Context: an optimization exercise on an open-source flow, tuned for small area, a short achievable clock period and few clock cycles per item. The choices shown serve that exercise and are no tape-out recipe.
RTL that was checked went through simulation tests only; none was proved equivalent to the original.

## fp8_dot16_acc
module fp8_dot16_acc (
    input  wire         clk,
    input  wire         rst,         
    input  wire         in_valid,
    input  wire         in_clr,      
    input  wire         in_afp,      
    input  wire         in_wfp,      
    input  wire [127:0] in_act,      
    input  wire [127:0] in_wgt,      
    input  wire [31:0]  in_acc,      
    output reg          out_valid,
    output reg  [31:0]  out_result,  
    output reg          out_nan      
);
For scale: ~1,000 flip-flops, roughly 0.098 mm^2 of cells after synthesis.
==> flow/config.mk <==
export PLATFORM = sky130hd
export DESIGN_NAME = fp8_dot16_acc
export DESIGN_NICKNAME = fp8_dot16_acc
export VERILOG_FILES = /design/flow/design.v
export SDC_FILE = /design/flow/constraint.sdc
export NUM_CORES = 4
export LEC_CHECK = 0
export CAP_MARGIN = 20
export CELL_PAD_IN_SITES_DETAIL_PLACEMENT = 1
export CELL_PAD_IN_SITES_GLOBAL_PLACEMENT = 2
export CORE_MARGIN = 2
export CORE_UTILIZATION = 30
export PLACE_DENSITY = 0.5
export SLEW_MARGIN = 20
==> flow/constraint.sdc <==
create_clock -name core_clock -period 36.0 [get_ports {clk}]
set_input_delay 7.2000 -clock core_clock [delete_from_list [all_inputs] [get_ports {clk}]]
set_output_delay 7.2000 -clock core_clock [all_outputs]
set_load 0.01 [all_outputs]
standard.sh (not shown) runs the stock make flow with config.mk's settings and CLKGATE_MAP_FILE= SYNTH_SCRIPT=/design/flow/synth_recipe.tcl, a recipe that flattens the netlist after the stock synthesis.
==> flow/flow/run.sh <==
#!/bin/bash
# Standard layout, with the port buffers made of buf_4 cells instead of
# the default buffer choice.
set -e
export BUFFER_PORTS_ARGS="-buffer_cell sky130_fd_sc_hd__buf_4"
bash standard.sh > standard_flow.log 2>&1
The baseline finished with timing, DRC and antenna clean.
Then changed:
Settings changed: CELL_PAD_IN_SITES_DETAIL_PLACEMENT 1 to 0, CELL_PAD_IN_SITES_GLOBAL_PLACEMENT 2 to 1, CORE_UTILIZATION 30 to 50, PLACE_DENSITY 0.5 to 0.65.
The changed run produced a clean layout.
Area after synthesis is unchanged.
Hold slack is better by 0.0033 ns.
Fmax grows by 8.0%.
No run of this note included a check of the RTL's function; only the layout flow was run.

---

red:
fp8_dot16_acc, a different RTL version from the one above (not shown whole).
For scale: ~1000 flip-flops, about 97000 µm² of cells after synthesis.
==> flow/config.mk <==
export PLATFORM = sky130hd
export DESIGN_NAME = fp8_dot16_acc
export DESIGN_NICKNAME = fp8_dot16_acc
export VERILOG_FILES = /design/flow/design.v
export SDC_FILE = /design/flow/constraint.sdc
export NUM_CORES = 4
export LEC_CHECK = 0
export ABC_AREA = 1
export CAP_MARGIN = 20
export CELL_PAD_IN_SITES_DETAIL_PLACEMENT = 1
export CELL_PAD_IN_SITES_GLOBAL_PLACEMENT = 2
export CORE_MARGIN = 2
export CORE_UTILIZATION = 30
export PLACE_DENSITY = 0.5
export SLEW_MARGIN = 20
==> flow/constraint.sdc <==
create_clock -name core_clock -period 36.0 [get_ports {clk}]
set_input_delay 7.2000 -clock core_clock [delete_from_list [all_inputs] [get_ports {clk}]]
set_output_delay 7.2000 -clock core_clock [all_outputs]
set_load 0.01 [all_outputs]
Scripts as last shown in full above: flow/flow/run.sh
Testbench counts of red, summed over its fixed seeds: cycles 16,056, items 16,000.
Relative to red, the following input files were edited for blue:
Settings: CELL_PAD_IN_SITES_GLOBAL_PLACEMENT now 1, was 2; CTS_CLUSTER_SIZE now 30, previously not set; CELL_PAD_IN_SITES_DETAIL_PLACEMENT now 0, was 1; PLACE_DENSITY now 0.72, was 0.5; CTS_CLUSTER_DIAMETER now 100, previously not set; CORE_UTILIZATION now 60, was 30.
==> flow/flow/run.sh <==
#!/bin/bash
# Standard layout, with the port buffers made of buf_2 cells instead of
# the default buffer choice, and without the generic abc pass inside
# yosys's coarse synthesis (the full adders are then extracted from the
# plain XOR/majority logic; registers are unchanged).
set -e
export BUFFER_PORTS_ARGS="-buffer_cell sky130_fd_sc_hd__buf_2"
export SYNTH_ARGS="-noabc"
bash standard.sh > standard_flow.log 2>&1
==> run notes <==
Compared with red, blue shows count of placed standard cells including taps lower by 3586.
blue vs red: synthesis-to-layout area growth down in blue
From red to blue the numbers moved as follows: design area decreased 11%, number of buffers between clock root and the deepest sink decreased 1.
Of blue and red, the lower fraction of the yosys area taken by sequential cells belongs to red.
Cmp blue vs red: inserted tap cell count lower in blue
blue ends up with a number of distinct standard cells referenced by the synthesized netlist that is about 3% higher than in red.
blue finished all stages; the layout is clean.
In the flow results for blue and red, the synthesized netlist cell count is smaller on blue.
The higher sequential share of layout area of blue and red is in blue.
Worst setup slack: blue and red compared, higher one is blue
For number of DRC markers after the initial detailed-route iteration, dividing the value from blue by the value from red gives 1.9.
> inputs changed (blue -> green)
Settings: a deleted CTS_CLUSTER_DIAMETER that had been 100; a deleted CTS_CLUSTER_SIZE that had been 30; a change of CORE_UTILIZATION from 60 to 50; a change of PLACE_DENSITY from 0.72 to 0.65.
==> flow/flow/run.sh <==
#!/bin/bash
# Standard layout, with the port buffers made of buf_2 cells instead of
# the default buffer choice, without the generic abc pass inside yosys's
# coarse synthesis (the full adders are then extracted from the plain
# XOR/majority logic; registers are unchanged), and with the resizer's
# setup repair aimed at an 8.2 ns cycle instead of only the 36 ns clock.
set -e
export BUFFER_PORTS_ARGS="-buffer_cell sky130_fd_sc_hd__buf_2"
export SYNTH_ARGS="-noabc"
export SETUP_SLACK_MARGIN=27.8
bash standard.sh > standard_flow.log 2>&1
Notes after the runs:
- Count of filler cells inserted in the layout: blue and green compared, lower one is blue
- green against blue: final routed wire length divided by cell count +0.62 µm, total non-filler cell area in the finished layout increased about 3.3%, total routing usage reported by global routing has decreased.
- From blue to green the numbers moved as follows: routed wire length has increased; final worst setup slack has decreased.
- Floorplan check, green vs blue: die outline larger in green
- On ratio of cells with drive above 1 in the final layout, the lower figure sits with blue, not green.
- The worst setup path endpoint comes out out_result[0] in one run and out_result[6] in the other, namely in blue and green respectively.

## what the ideal ports hide
Ports are ideal in the flow. The routed layouts listed here were re-timed in OpenROAD.
Step 1: set_driving_cell puts a clkbuf_16 on clk and a buf_2 on each other input, an assumption about the parent block.
Step 2, shift: input delay + t, output delay - t, t = (earliest + latest rising clock arrival at the registers) / 2. This alone moves slack from input paths to output paths.
Three values: ideal ports, drivers, drivers and shift; two values: the first two.
run | t (ns) | slack for setup (ns) | hold slack, ns | worst setup path after step 2 | pins driven straight from the clock port
the first run of note 1 | 0.940 | 26.809 / 26.809 / 26.809 | 0.319 / 0.319 / 0.319 | register to register | 1
the second run of note 1 | 0.869 | 27.490 / 27.480 / 27.490 | 0.322 / 0.322 / 0.322 | register to register | 1
red | 0.986 | 27.427 / 27.315 / 28.301 | 0.276 / 0.276 / 0.276 | register to output | 1
blue | 0.801 | 27.595 / 27.511 / 28.312 | 0.327 / 0.327 / 0.327 | register to output | 1
green | 0.892 | 27.552 / 27.448 / 28.340 | 0.314 / 0.314 / 0.314 | register to output | 1
After both steps every run listed still meets setup and hold.
